This design comes from an exercise in tuning for small area and few clock cycles per item on the open sky130 flow, not from production work. Function was checked by simulation only, so behaviour that the tests miss may differ from the original.

===== flow/design.v =====
module qtc_lane (
    input  wire        clk,
    input  wire        rst,
    input  wire        cmd_valid,
    output wire        cmd_ready,
    input  wire [2:0]  cmd_layout,    
    input  wire [1:0]  cmd_mode,      
    input  wire [3:0]  cmd_q,
    input  wire [11:0] cmd_len,       
    input  wire        in_valid,
    output wire        in_ready,
    input  wire [31:0] in_data,
    output reg         out_valid,
    output reg  [31:0] out_data,
    output reg         res_valid,
    output reg  [1:0]  res_status     
);
    localparam [1:0] M_TRANSPARENT = 2'd0, M_SOLID = 2'd1, M_PREDICTED = 2'd2, M_RAW = 2'd3;
    localparam [1:0] ST_OK = 2'd0, ST_OVERRUN = 2'd1, ST_EXCESS = 2'd2, ST_KRANGE = 2'd3;
    localparam [2:0] S_IDLE  = 3'd0,
                     S_KREAD = 3'd1,    
                     S_PRED  = 3'd2,    
                     S_RAW   = 3'd3,    
                     S_SOLID = 3'd4,    
                     S_EMIT  = 3'd5,    
                     S_DRAIN = 3'd6;    
    reg [2:0]  state;
    reg [2:0]  layout;
    reg [3:0]  q;
    reg [2:0]  ncomp;       
    reg [5:0]  tex_bits;    
    always @(*) begin
        case (layout)
            3'd0:    begin ncomp = 3'd4; tex_bits = 6'd32; end
            3'd1:    begin ncomp = 3'd4; tex_bits = 6'd32; end
            3'd3:    begin ncomp = 3'd2; tex_bits = 6'd16; end
            3'd5:    begin ncomp = 3'd1; tex_bits = 6'd4;  end
            default: begin ncomp = 3'd1; tex_bits = 6'd8;  end
        endcase
    end
    reg [1:0] ci;           
    reg [3:0] comp_w;       
    reg       comp_alpha;   
    always @(*) begin
        comp_w = 4'd8;
        comp_alpha = 1'b0;
        case (layout)
            3'd0: comp_alpha = (ci == 2'd3);
            3'd1: begin
                comp_w = (ci == 2'd3) ? 4'd2 : 4'd10;
                comp_alpha = (ci == 2'd3);
            end
            3'd4: comp_alpha = 1'b1;
            3'd5: comp_w = 4'd4;
            default: ;
        endcase
    end
    reg [63:0] bb;
    reg [6:0]  bcnt;
    reg [14:0] rem_load;    
    wire       want_word = (state != S_IDLE) && (rem_load != 15'd0) &&
                           ((state == S_DRAIN) || (bcnt <= 7'd32));
    assign in_ready  = want_word;
    assign cmd_ready = (state == S_IDLE);
    wire       load      = want_word && in_valid;
    wire [5:0] load_bits = (rem_load >= 15'd32) ? 6'd32 : rem_load[5:0];
    reg [31:0] load_word;
    always @(*) begin
        case (load_bits)
            6'd8:    load_word = {in_data[31:24], 24'd0};
            6'd16:   load_word = {in_data[31:16], 16'd0};
            6'd24:   load_word = {in_data[31:8], 8'd0};
            default: load_word = in_data;
        endcase
    end
    reg [3:0] k [0:3];
    reg [4:0] lz;           
    integer i;
    always @(*) begin
        lz = 5'd16;
        for (i = 0; i < 16; i = i + 1)
            if (bb[48 + i]) lz = 5'd15 - i[4:0];
    end
    wire       escape = lz[4];
    wire [3:0] kc     = k[ci];
    wire [63:0] after_one = bb << (lz + 5'd1);
    wire [63:0] after_esc = bb << 16;
    wire [9:0]  low_bits  = after_one[63:54] >> (4'd10 - kc);
    wire [10:0] esc_bits  = after_esc[63:53] >> (4'd10 - comp_w);
    wire [6:0]  code_len  = escape ? (7'd17 + {3'd0, comp_w}) : ({2'd0, lz} + 7'd1 + {3'd0, kc});
    wire [13:0] m_val     = escape ? {3'd0, esc_bits} : (({10'd0, lz[3:0]} << kc) | {4'd0, low_bits});
    wire [13:0] qmag      = m_val[0] ? ((m_val >> 1) + 14'd1) : (m_val >> 1);
    wire [4:0]  mult      = comp_alpha ? 5'd1 : {q, 1'b1};
    wire [18:0] dmag      = qmag * mult;
    wire signed [20:0] delta = m_val[0] ? -$signed({2'b00, dmag}) : $signed({2'b00, dmag});
    reg [39:0] hist [0:8];
    reg [29:0] cur;         
    reg [5:0]  t;
    wire [9:0] na = hist[0][10*ci +: 10];
    wire [9:0] nb = hist[7][10*ci +: 10];
    wire [9:0] nc = hist[8][10*ci +: 10];
    wire [9:0] nmax = (na > nb) ? na : nb;
    wire [9:0] nmin = (na > nb) ? nb : na;
    reg [9:0] pred;
    always @(*) begin
        if (t == 6'd0)
            pred = 10'd1 << (comp_w - 4'd1);
        else if (t[5:3] == 3'd0)
            pred = na;
        else if (t[2:0] == 3'd0)
            pred = nb;
        else if (nc >= nmax)
            pred = nmin;
        else if (nc <= nmin)
            pred = nmax;
        else
            pred = na + nb - nc;
    end
    wire signed [20:0] recon = $signed({11'd0, pred}) + delta;
    wire [9:0] maxv = (10'd1 << comp_w) - 10'd1;
    reg  [9:0] value;
    always @(*) begin
        if (recon < 0)
            value = 10'd0;
        else if (recon > $signed({11'd0, maxv}))
            value = maxv;
        else
            value = recon[9:0];
    end
    reg [39:0] sample;
    always @(*) begin
        case (ci)
            2'd0:    sample = {value, cur[19:0], 10'd0};
            2'd1:    sample = {cur[29:20], value, cur[9:0], 10'd0};
            2'd2:    sample = {cur[29:10], value, 10'd0};
            default: sample = {cur, value};
        endcase
    end
    wire last_comp = (ci == ncomp[1:0] - 2'd1);
    wire [39:0] sample_hist = {sample[9:0], sample[19:10], sample[29:20], sample[39:30]};
    reg [31:0] texel;
    always @(*) begin
        case (layout)
            3'd0:    texel = {sample[37:30], sample[27:20], sample[17:10], sample[7:0]};
            3'd1:    texel = {sample[1:0], sample[39:30], sample[29:20], sample[19:10]};
            3'd3:    texel = {16'd0, sample[37:30], sample[27:20]};
            3'd5:    texel = {28'd0, sample[33:30]};
            default: texel = {24'd0, sample[37:30]};
        endcase
    end
    wire [31:0] raw_texel = bb[63:32] >> (6'd32 - tex_bits);
    reg [31:0] solid_texel;
    reg [6:0]  take;         
    reg        emit;         
    reg [31:0] emit_data;
    reg        trip;
    reg [1:0]  trip_cause;
    reg        last;         
    always @(*) begin
        take = 7'd0;
        emit = 1'b0;
        emit_data = texel;
        trip = 1'b0;
        trip_cause = ST_OK;
        last = 1'b0;
        case (state)
            S_KREAD: begin
                if (bcnt >= 7'd4) begin
                    take = 7'd4;
                    if (bb[63:60] > comp_w) begin
                        trip = 1'b1;
                        trip_cause = ST_KRANGE;
                    end
                end else if (rem_load == 15'd0) begin
                    trip = 1'b1;
                    trip_cause = ST_OVERRUN;
                end
            end
            S_PRED: begin
                if (bcnt >= code_len) begin
                    take = code_len;
                    if (last_comp) begin
                        emit = 1'b1;
                        last = (t == 6'd63);
                    end
                end else if (rem_load == 15'd0) begin
                    trip = 1'b1;
                    trip_cause = ST_OVERRUN;
                end
            end
            S_RAW: begin
                if (bcnt >= {1'b0, tex_bits}) begin
                    take = {1'b0, tex_bits};
                    emit = 1'b1;
                    emit_data = raw_texel;
                    last = (t == 6'd63);
                end
            end
            S_SOLID: begin
                if (bcnt >= 7'd8 && layout == 3'd5)
                    take = 7'd8;
                else if (bcnt >= {1'b0, tex_bits} && layout != 3'd5)
                    take = {1'b0, tex_bits};
            end
            S_EMIT: begin
                emit = 1'b1;
                emit_data = solid_texel;
                last = (t == 6'd63);
            end
            default: ;
        endcase
    end
    wire [6:0]  bcnt_left   = bcnt - take;
    wire [15:0] unread      = {9'd0, bcnt_left} + {1'b0, rem_load};
    wire        excess      = last && (state == S_PRED) && (unread >= 16'd8);
    wire [14:0] rem_after   = rem_load - (load ? {9'd0, load_bits} : 15'd0);
    integer j;
    always @(posedge clk) begin
        if (rst) begin
            state     <= S_IDLE;
            rem_load  <= 15'd0;
            bcnt      <= 7'd0;
            out_valid <= 1'b0;
            res_valid <= 1'b0;
        end else begin
            out_valid <= 1'b0;
            res_valid <= 1'b0;
            if (load) begin
                rem_load <= rem_after;
                if (state != S_DRAIN) begin
                    bb   <= (bb << take) | ({load_word, 32'd0} >> bcnt_left);
                    bcnt <= bcnt_left + {1'b0, load_bits};
                end
            end else begin
                bb   <= bb << take;
                bcnt <= bcnt_left;
            end
            if (emit) begin
                out_valid <= 1'b1;
                out_data  <= emit_data;
            end
            case (state)
                S_IDLE: begin
                    if (cmd_valid) begin
                        layout   <= cmd_layout;
                        q        <= cmd_q;
                        rem_load <= {cmd_len, 3'd0};
                        bb       <= 64'd0;
                        bcnt     <= 7'd0;
                        ci       <= 2'd0;
                        t        <= 6'd0;
                        cur      <= 30'd0;
                        case (cmd_mode)
                            M_TRANSPARENT: begin
                                solid_texel <= 32'd0;
                                state <= S_EMIT;
                            end
                            M_SOLID:     state <= S_SOLID;
                            M_PREDICTED: state <= S_KREAD;
                            default:     state <= S_RAW;
                        endcase
                    end
                end
                S_KREAD: begin
                    if (take != 7'd0 && !trip) begin
                        k[ci] <= bb[63:60];
                        if (last_comp) begin
                            ci    <= 2'd0;
                            state <= S_PRED;
                        end else begin
                            ci <= ci + 2'd1;
                        end
                    end
                end
                S_PRED: begin
                    if (take != 7'd0) begin
                        if (emit) begin
                            ci <= 2'd0;
                            t  <= t + 6'd1;
                            hist[0] <= sample_hist;
                            for (j = 1; j < 9; j = j + 1)
                                hist[j] <= hist[j-1];
                        end else begin
                            ci  <= ci + 2'd1;
                            cur <= sample[39:10];
                        end
                    end
                end
                S_RAW: begin
                    if (emit) t <= t + 6'd1;
                end
                S_SOLID: begin
                    if (take != 7'd0) begin
                        solid_texel <= (layout == 3'd5) ? {28'd0, bb[59:56]} : raw_texel;
                        state <= S_EMIT;
                    end
                end
                S_EMIT: begin
                    t <= t + 6'd1;
                end
                default: ;
            endcase
            if (trip || last) begin
                bcnt <= 7'd0;
                if (rem_after == 15'd0) begin
                    res_valid  <= 1'b1;
                    res_status <= trip ? trip_cause : (excess ? ST_EXCESS : ST_OK);
                    state      <= S_IDLE;
                end else begin
                    res_status <= trip ? trip_cause : (excess ? ST_EXCESS : ST_OK);
                    state      <= S_DRAIN;
                end
            end
            if (state == S_DRAIN && rem_after == 15'd0) begin
                res_valid <= 1'b1;
                state     <= S_IDLE;
            end
        end
    end
endmodule

===== flow/run.sh =====
#!/bin/bash
# synth_recipe.tcl (not shown) runs the flow's synth.tcl, then flattens the netlist and writes it again
# the make line also repeats each setting of config.mk as NAME=value (left out here)
make -C /OpenROAD-flow-scripts/flow DESIGN_CONFIG=/design/flow/config.mk WORK_HOME=/design/flow/orfs CLKGATE_MAP_FILE= SYNTH_SCRIPT=/design/flow/synth_recipe.tcl finish

===== flow/config.mk =====
export PLATFORM = sky130hd
export DESIGN_NAME = qtc_lane
export DESIGN_NICKNAME = qtc_lane
export VERILOG_FILES = /design/flow/design.v
export SDC_FILE = /design/flow/constraint.sdc
export NUM_CORES = 4
export LEC_CHECK = 0
export CAP_MARGIN = 20
export CORE_MARGIN = 2
export CORE_UTILIZATION = 40
export SLEW_MARGIN = 20

===== flow/constraint.sdc =====
create_clock -name core_clock -period 13.0 [get_ports {clk}]
set_input_delay 2.6000 -clock core_clock [delete_from_list [all_inputs] [get_ports {clk}]]
set_output_delay 2.6000 -clock core_clock [all_outputs]
set_load 0.01 [all_outputs]

==> out/metrics.cfg <==
[status]
status=finished clean

[setup_path]
cp.arrival_ns=12.79
cp_common_cell=buf_4
cp-start-kind=flip-flop
cp-end-kind=flip-flop
rr_endpoint=out_data[3]
timing.critical_path.buf_inv=8
rrSetupSlack_ns=0.59
r2r-start=bb[57]
critPathTopFamily=compound AO/OA/AOI/OAI gates
required_ns=13.38
r2r_cells=47
cp.depth=47
cp-endpoint=out_data[3]
worst-path-max-fanout=11
crit_type=flip-flop to flip-flop
crit_slowest_cell=or4_1
startpoint=bb[57]
cp_slowest_stage_delay_ns=0.60

[placed_design]
dp_slack_ns=0.05261
io_buffers=94
dpl.hpwl_um=98300
gp_congestion=0.9817
dp.cells=5523
place_area_sq_um=43530

[clock_tree]
path_clk_slew_ns=0.06
clock-sinks=580
root_buffer=clkbuf_16
clk-insertion-delay-late_ns=0.65
cts_buffer_depth=3
cts_buffers=68
cts_hold_buffers=0
cts_tree=yes
htree_levels=3

[synth]
ys_types=106
syn-cell-area_sq_um=40650
synth_top_area_frac=0.4070
synth_top_cell_by_area=edfxtp_1
avgSynthCellArea_sq_um=9.673
synth_enable_flop_cells=551
synthArstFlopShare=0
yosys_register_bits=580
seq_area_frac_synth=0.4213
synthCells=4203
synth_warnings=2
synthFlopType=edfxtp_1
ys_top_cells_by_area=edfxtp_1 (41%), mux2i_1 (6.2%), ha_1 (4.4%)

[timing]
drv_slew=0
setup_viol=0
post-route-period-util=0.9548
tightest_slew_ns=1.140
tns_ns=0
finClkSkew_ns=0.03119
finalWorstSetupSlack_ns=0.5874
period_minus_slack_ns=12.41
finalHoldViolCount=0
relSlewSlack=0.2398
holdWs_ns=0.4111
fmax_mhz=80.56

[detailed_routing]
wl_per_cell_um=24.02
wl_um=135900
num_vias=34320
drt_drc_violations_left=0
drt-pass1-iter-count=6
via_per_inst=6.064
final_antenna_net_count=0
dr.first_iter.drc_count=4135

[layout]
layout-drive-gt1-share=0.1067
syn2layout_area_growth_pct=13.26
final_cell_area_sq_um=46050
final_net_count=4501
final_cell_mix=edfxtp_1 (551), nand2_1 (451), nor2_1 (414), a21oi_1 (293), o21ai_0 (274)
layout.cells.non_filler=5660
diodes=0
utilization=0.4585
final_common_cell=edfxtp_1

[die]
fp.dieH_um=322.8
die_w_um=322.8
num_rows=116
core_area_sq_um=100400
start_util=0.4048
die-area_sq_um=104200
ios=95

[global_route]
grt_pass1_wl_um=204800
grt_pass1_vias=32600
grt_max_degree=190
overflow=0
antenna_found_initial=3
grt_usage=0.2564

[min_path]
min_path_type=flip-flop to flip-flop

[run]
maxCapViolCount=0

repair_timing:
| item | in CTS | in global routing |
|---|---|---|
| buffers inserted | 0 | 14 |
| endpoints found under the setup margin | 0 | 102 |
| resized for setup | 0 | 26 |
worst min path at each step:
| stage | slack, ns | from | endpoint | cells past startpoint |
|---|---|---|---|---|
| 2_1_floorplan | 0.40 | hist[1][0] | hist[2][0] | 0 |
| 3_3_place_gp | 0.40 | hist[4][33] | hist[5][33] | 0 |
| 3_5_place_dp | 0.40 | hist[1][30] | hist[2][30] | 0 |
| 4_1_cts | 0.41 | hist[2][7] | hist[3][7] | 0 |
| 5_1_grt | 0.42 | hist[3][13] | hist[4][13] | 0 |
| 6_report | 0.41 | hist[2][7] | hist[3][7] | 0 |
worst register-to-register path, delay by kind of cell, from the launching register on:
family / cells / cell delay, ns
adder cells (fa/ha/maj): 5 / 2.20
flip-flops: 1 / 0.46
buffers and inverters: 8 / 1.09
AO/OA/AOI/OAI: 16 / 3.91
AND/OR/NAND/NOR: 13 / 3.02
multiplexers: 5 / 1.46
metal layers:
layer / vias up / part of all wire / global-route usage
li1: 15780 / - / -
met4: 4 / 0.043 / 0.1066
met2: 1526 / 0.47 / 0.4160
met1: 16710 / 0.42 / 0.3453
met3: 297 / 0.072 / 0.03334
met5: - / 0.00021 / 0
area by class of cell:
| type | count | area (sq um) |
|---|---|---|
| clock buffer | 82 | 1784 |
| fill | 9506 | 54390 |
| inverter | 176 | 660.6 |
| clock inverter | 41 | 500.5 |
| multi-input combinational | 3156 | 21990 |
| sequential | 580 | 17130 |
| timing repair buffer | 268 | 2285 |
| tap | 1357 | 1698 |
cell families (layout without fill, tap and decap cells):
family                     after synthesis  after routing  share of synthesized area
AOI/OAI and AO/OA                     1194           1194                     0.1960
xor gates and xnor gates                94             94                    0.02059
adders and majority gates              194            194                    0.06912
buffers and inverters                  468            567                    0.04463
DFF                                    580            580                     0.4213
muxes                                  332            332                    0.09682
other                                    2              3                  0.0001847
and+or+nand+nor                       1339           1339                     0.1513
synthesized netlist by cell type (33+ instances only):
cell type	instances
ha_1	143
edfxtp_1	551
o22ai_1	55
buf_1	34
a21oi_1	294
fa_1	51
nand3_1	74
mux2_2	33
o21ai_0	280
xnor2_1	63
a21o_1	35
nor2_1	416
mux4_2	45
nor2b_1	71
nor3_1	67
mux2i_1	252
nand2_1	454
o211ai_1	54
and2_1	49
inv_1	165
a31oi_1	39
clkbuf_1	234
nand2b_1	48
a22oi_1	34
a211oi_1	70
sequential cells by signal (all words and copies together) (netlist names), named ones only:
signal	flops
bcnt	7
bb	64
rem_load	15
res_status	2
ci	2
hist	360
out_valid	1
state	3
q	4
out_data	32
k	16
cur	30
t	6
res_valid	1
layout	3
solid_texel	32
Testbench counts, summed over its fixed seeds: cycles 296,058, blocks 2,400.

[re-timing with driven ports]
No port has a modelled driver above. Below, the same layout with a new extraction and two added sets of constraints. Step 1 sets driving cells, clkbuf_16 on the clock port and buf_2 on the other inputs (assumed; they add their load-dependent delay and slew). Step 2 moves the port delays by t, midway between the first and last clock arrival at a register: inputs arrive t later, outputs are due t later. That takes back most of the time a late clock gives input paths. Three values: ideal, step 1, step 2; two values: the first two.
t, ns: 0.699
setup slack, ns: 0.587 / 0.587 / 0.587
worst setup path after step 2: register to register
After both steps this run still meets setup and hold. For this run, drivers alone change the setup slack by 0.000 ns; drivers and shift together by 0.000 ns.
